Context: an optimization exercise on an open-source flow, tuned for small area, a short achievable clock period and few clock cycles per item. The choices shown serve that exercise and are no tape-out recipe. No functional check of the RTL was part of any run shown here. Power figures rest on the tool's default switching activity, not on a simulated workload.

==> flow/design.v (outline; a module is shown in full before it is edited, if it fits) <==
// module mdu36: 2915 lines
// module mdu36_lzc: 40 lines
module mdu36 (
    input  wire        clk,
    input  wire        rst,
    input  wire        start,
    input  wire [3:0]  op,
    input  wire        ctm,
    input  wire [35:0] a,
    input  wire [35:0] b,
    input  wire [71:0] c,
    output wire        ready,
    output reg         done,
    output wire [35:0] result,
    output wire [35:0] result_hi,
    output reg         dz,
    output reg         ovf,
    output reg         trap
);
  // ...
==> flow/run.sh <==
#!/bin/bash
# synth_recipe.tcl (not shown) runs the flow's synth.tcl, then flattens the netlist and writes it again
# the make line also repeats each setting of config.mk as NAME=value (left out here)
make -C /OpenROAD-flow-scripts/flow DESIGN_CONFIG=/design/flow/config.mk WORK_HOME=/design/flow/orfs CLKGATE_MAP_FILE= SYNTH_SCRIPT=/design/flow/synth_recipe.tcl finish
==> flow/config.mk <==
export PLATFORM = sky130hd
export DESIGN_NAME = mdu36
export DESIGN_NICKNAME = mdu36
export VERILOG_FILES = /design/flow/design.v
export SDC_FILE = /design/flow/constraint.sdc
export NUM_CORES = 4
export LEC_CHECK = 0
export CAP_MARGIN = 20
export CORE_MARGIN = 2
export CORE_UTILIZATION = 40
export SETUP_SLACK_MARGIN = 5
export SLEW_MARGIN = 20
==> flow/constraint.sdc <==
create_clock -name core_clock -period 13.0 [get_ports {clk}]
set_input_delay 2.6000 -clock core_clock [delete_from_list [all_inputs] [get_ports {clk}]]
set_output_delay 2.6000 -clock core_clock [all_outputs]
set_load 0.01 [all_outputs]
==> flow_summary.toml, run 1 <==
[outcome]
status = "timing/DRC/antenna clean"

[grt]
grt_max_degree = 68
antenna_found_initial = 18
grt.busiest_layer = "met2"
grt_pass1_vias = 65800

[synth]
yosys-top-cells-area = "fa_1 22%, ha_1 9.2%, a22oi_1 7.2%"
synth.distinct_cells = 98
post_synth.cell_area_avg_um2 = 8.45
syn_inst = 7998
synth_ff_type = "dfxtp_1"
yosysTopAreaCell = "fa_1"
synthAdderAreaFrac_pct = 30.9
async_flop_share_pct = 0

[final_layout]
area_growth_pct = 12.6
largest_registers = "pc (72), ps (72), pt (70)"
final_cell_mix = "854 x inv_1, 729 x fa_1, 643 x a22oi_1, 519 x xor2_1, 503 x nand2_1"
multi_input_gates = 6168
nNetsFinal = 9342
final-clk-cell-share_pct = 2.18
nFillCells = 16400
layout-drive-gt1-share_pct = 9.64

[sta]
fmax_mhz = 125
skew_ns = 0.0425
layout_min_cycle_time_ns = 8.00
slew_headroom_pct = 5.95

[drt]
drc = 0
first_pass_iters = 6
wl_mm = 318
wire_per_inst_um = 31.2
routed-wl-met2_mm = 142
top_layer_used = "met5"

[die]
die_area_um2 = 172000
start_util_pct = 40.4

[clock_tree]
clkSinkCount = 354
clkTransAtPathRegs_ns = 0.06

[placement]
dp_hpwl_mm = 227
dp.cells = 9987
placed_cell_area_um2 = 71800

[worst_setup_path]
crit_arrival_ns = 5.40

[power_and_ir_drop]
power_mw = 22.4
combPwrFrac_pct = 84.5
p_int_mw = 10.1
switching_power_mw = 12.3
==> inputs of run 2 (changes only) <==
==> flow/flow/run.sh (new file) <==
#!/bin/bash
set -euo pipefail
bash standard.sh BUFFER_PORTS_ARGS="-buffer_cell sky130_fd_sc_hd__buf_4" SETUP_SLACK_MARGIN=6 finish > standard_flow.log 2>&1
==> flow/standard.sh (new file) <==
#!/bin/bash
# synth_recipe.tcl (not shown) runs the flow's synth.tcl, then flattens the netlist and writes it again
# the make line also repeats each setting of config.mk as NAME=value (left out here)
make -C /OpenROAD-flow-scripts/flow DESIGN_CONFIG=/design/flow/config.mk WORK_HOME=/design/flow/orfs CLKGATE_MAP_FILE= SYNTH_SCRIPT=/design/flow/synth_recipe.tcl "${@:-finish}"
removed: flow/run.sh
==> run 2 against run 1 <==
Effect of this change: synthesized area unchanged; global-route usage up 2.0 points; sequential share of layout area down 0.78 points; via count up 4.0%; clock power down 7%; combinational power up 23%; utilization up 3.6 points; setup slack better by 0.54 ns; die area unchanged; flip-flop and latch count unchanged; sequential power about the same; largest power group unchanged.
==> flow_summary.toml, run 2 <==
[outcome]
status = "timing/DRC/antenna clean"

[synth]
syn-cell-area_um2 = 67600
synth_fp_nets = 9379
yosys-top-cells-area = "fa_1 22%, ha_1 9.2%, a22oi_1 7.2%"
ys_ff_latch = 354
synth-edff-count = 134
async_flop_share_pct = 0
syn_inst = 7998
post_synth.cell_area_avg_um2 = 8.45
synth_common_cells = "868 x inv_1, 731 x fa_1, 646 x a22oi_1, 533 x xor2_1, 511 x xnor2_1"
ys_seq_area_share_pct = 12.5
yosysTopAreaCellShare_pct = 21.7
yosys_warnings = 1
yosysTopAreaCell = "fa_1"
synth.distinct_cells = 98
synth_most_common_cell = "inv_1"
synth_ff_type = "dfxtp_1"

[final_layout]
layout-drive-gt1-share_pct = 20.3
nFillCells = 16000
finalInstanceArea_um2 = 82100
seqCellArea_um2 = 8450
multi_input_area_um2 = 58800
final_common_cell = "inv_1"
largest_registers = "pc (72), ps (72), pt (70)"
area_growth_pct = 21.5
nNetsFinal = 9621
final_cell_mix = "830 x inv_1, 707 x fa_1, 642 x a22oi_1, 629 x buf_4, 509 x xor2_1"

[placement]
placed_cell_area_um2 = 71300
dp_hpwl_mm = 237
port_buffers = 228
place.gp.congestion = 1.03

[drt]
drc = 0
wire_per_inst_um = 32.1
ant_nets = 0
wl_mm = 337
drtIter0Drc = 7689
via_per_inst = 6.44
first_pass_iters = 9
vias = 67600

[grt]
grt_max_degree = 67
antenna_found_initial = 15
track_usage_pct = 37.8
grt_pass1_wl_mm = 480
grt_pass1_vias = 68500
grt.overflow.total = 0

[worst_setup_path]
crit_type = "reg -> out"
crit_arrival_ns = 4.86
worstPathRequired_ns = 10.40
endpoint_kind = "output pin"
cp-start-kind = "register"
worstPathMaxFanout = 5

[die]
core_area_um2 = 167000
die_area_um2 = 172000
num_rows = 150
io_pins = 229
die_width_um = 415
start_util_pct = 40.4
die_h_um = 415

[sta]
slew_viol_final = 0
timing.final.crit_share_pct = 57.4
skew_ns = 0.0679
worst_slew_pin_slew_ns = 1.32
setup_viol = 0
layout_min_cycle_time_ns = 7.46
final_hold_viol_count = 0
setup_tns_ns = 0
fmax_mhz = 134
rsz0062_at_grt = "yes"
slew_headroom_pct = 11.0

[clock_tree]
htree_levels = 2
clkSinkCount = 354
clockBufferDepth = 3
tritoncts = "yes"
clkTransAtPathRegs_ns = 0.06
insertion_delay_ns = 0.72
cts_root_buffer = "clkbuf_16"
cts_buffers = 45

[run]
drv_cap = 0

[power_and_ir_drop]
p_leak_nw = 34.5
ir_worst_vdd_mv = 0.448
p_per_area_nw_per_um2 = 324

[worst_hold_path]
hp-class = "reg -> reg"
[run 2: critical path, stage by stage (launching register included)]
cell and delay [ns]:
dfxtp_1 0.32, fa_1 0.54, ha_4 0.33, nand2_1 0.11
nor2_2 0.18, o21ai_4 0.11, a2111oi_4 0.37, buf_6 0.19
o211ai_1 0.20, a2111o_1 0.57, a31oi_4 0.24, o31ai_4 0.09
buf_6 0.15, o31ai_4 0.20, xor2_2 0.16, buf_6 0.15
o21a_1 0.15, buf_6 0.11
[run 2: routing by layer]
| metal | track usage (%) | wire [um] |
|---|---|---|
| met3 | 9.60 | 35700 |
| met1 | 45.4 | 123000 |
| met2 | 59.0 | 148000 |
| met4 | 26.5 | 29300 |
| met5 | 0.194 | 157 |
[run 2: path summary, 6_finish.rpt]
kind	start	to	slack, ns	depth (start not counted)
setup / recovery	ps[7]	result[22]	5.54	17
hold / removal	itc[2]	itc[2]	0.52	2
setup reg to reg	dd[19]	dd[0]	5.59	35
hold reg to reg	itc[2]	itc[2]	0.52	2
[run 2: cell families after synthesis]
| kind of cell | count (synthesis) | synth area share (%) |
|---|---|---|
| flip-flops | 354 | 12.5 |
| buffers and inverters | 1476 | 8.27 |
| AO/OA/AOI/OAI | 2264 | 22.4 |
| XOR/XNOR | 1046 | 13.6 |
| adder cells (fa/ha/maj) | 1229 | 30.9 |
| AND/OR/NAND/NOR | 1509 | 10.5 |
| multiplexers | 120 | 1.83 |
[run 2: per-stage QoR]
stage	util [%]	power (mW)	setup WS, ns	hold slack (ns)	instances
after CTS	47.4	24.1	5.72	0.516	10300
after floorplan	-	12.5	5.64	0.469	7998
final	49.0	26.6	5.54	0.519	10500
after detailed placement	42.6	19.2	3.45	0.506	9961
after global placement	42.6	19.2	3.16	0.499	9960
after global routing	49.0	28.0	5.45	0.536	10500
[run 2: layout make-up]
class	count	share of cell area, %
repair inverters	1	0.00610
multi-input cells	6169	71.6
flip-flops and latches	354	10.3
well taps	2204	3.36
clock buffers	53	1.47
clock inverters	31	0.360
diodes	7	0.0213
inverters	874	4.10
repair buffers	795	8.81
[run 2: power by group]
group          switching [mW]  internal (mW)
logic                    13.2           10.0
registers               0.281           1.72
clock network           0.648          0.721
[run 2: what timing repair did]
item                                    4_1_cts  5_1_grt
endpoints found under the setup margin      207      151
buffers inserted                            285      132
hold buffers                                  0        0
hold endpoints to repair                      0        0
pin swaps                                   233      203
resized for setup                           852      339
cloned                                       14        5

## separate check: timing with driven ports
No port has a modelled driver above. Below, the same layouts with a new extraction and two added sets of constraints.
Step 1 sets driving cells, clkbuf_16 on the clock port and buf_2 on the other inputs (assumed; they add their load-dependent delay and slew).
Step 2 also shifts input and output timing later by t, the mid clock arrival at the registers, as if the neighbouring blocks saw the same clock.
Three values: ideal, step 1, step 2; two values: the first two.
| run | t (ns) | setup slack, ns | worst setup path after step 2 | latest minus earliest clock arrival (ns) | cell pins on the clock port's net |
|---|---|---|---|---|---|
| run 1 | 0.780 | 5.000 / 4.899 / 4.517 | input to register | 0.055 / 0.055 | 1 |
| run 2 | 0.772 | 5.540 / 5.457 / 5.016 | input to register | 0.071 / 0.071 | 1 |
After both steps every run listed still meets setup and hold. For run 2, which loses most, drivers alone change the setup slack by -0.083 ns; drivers and shift together by -0.524 ns.
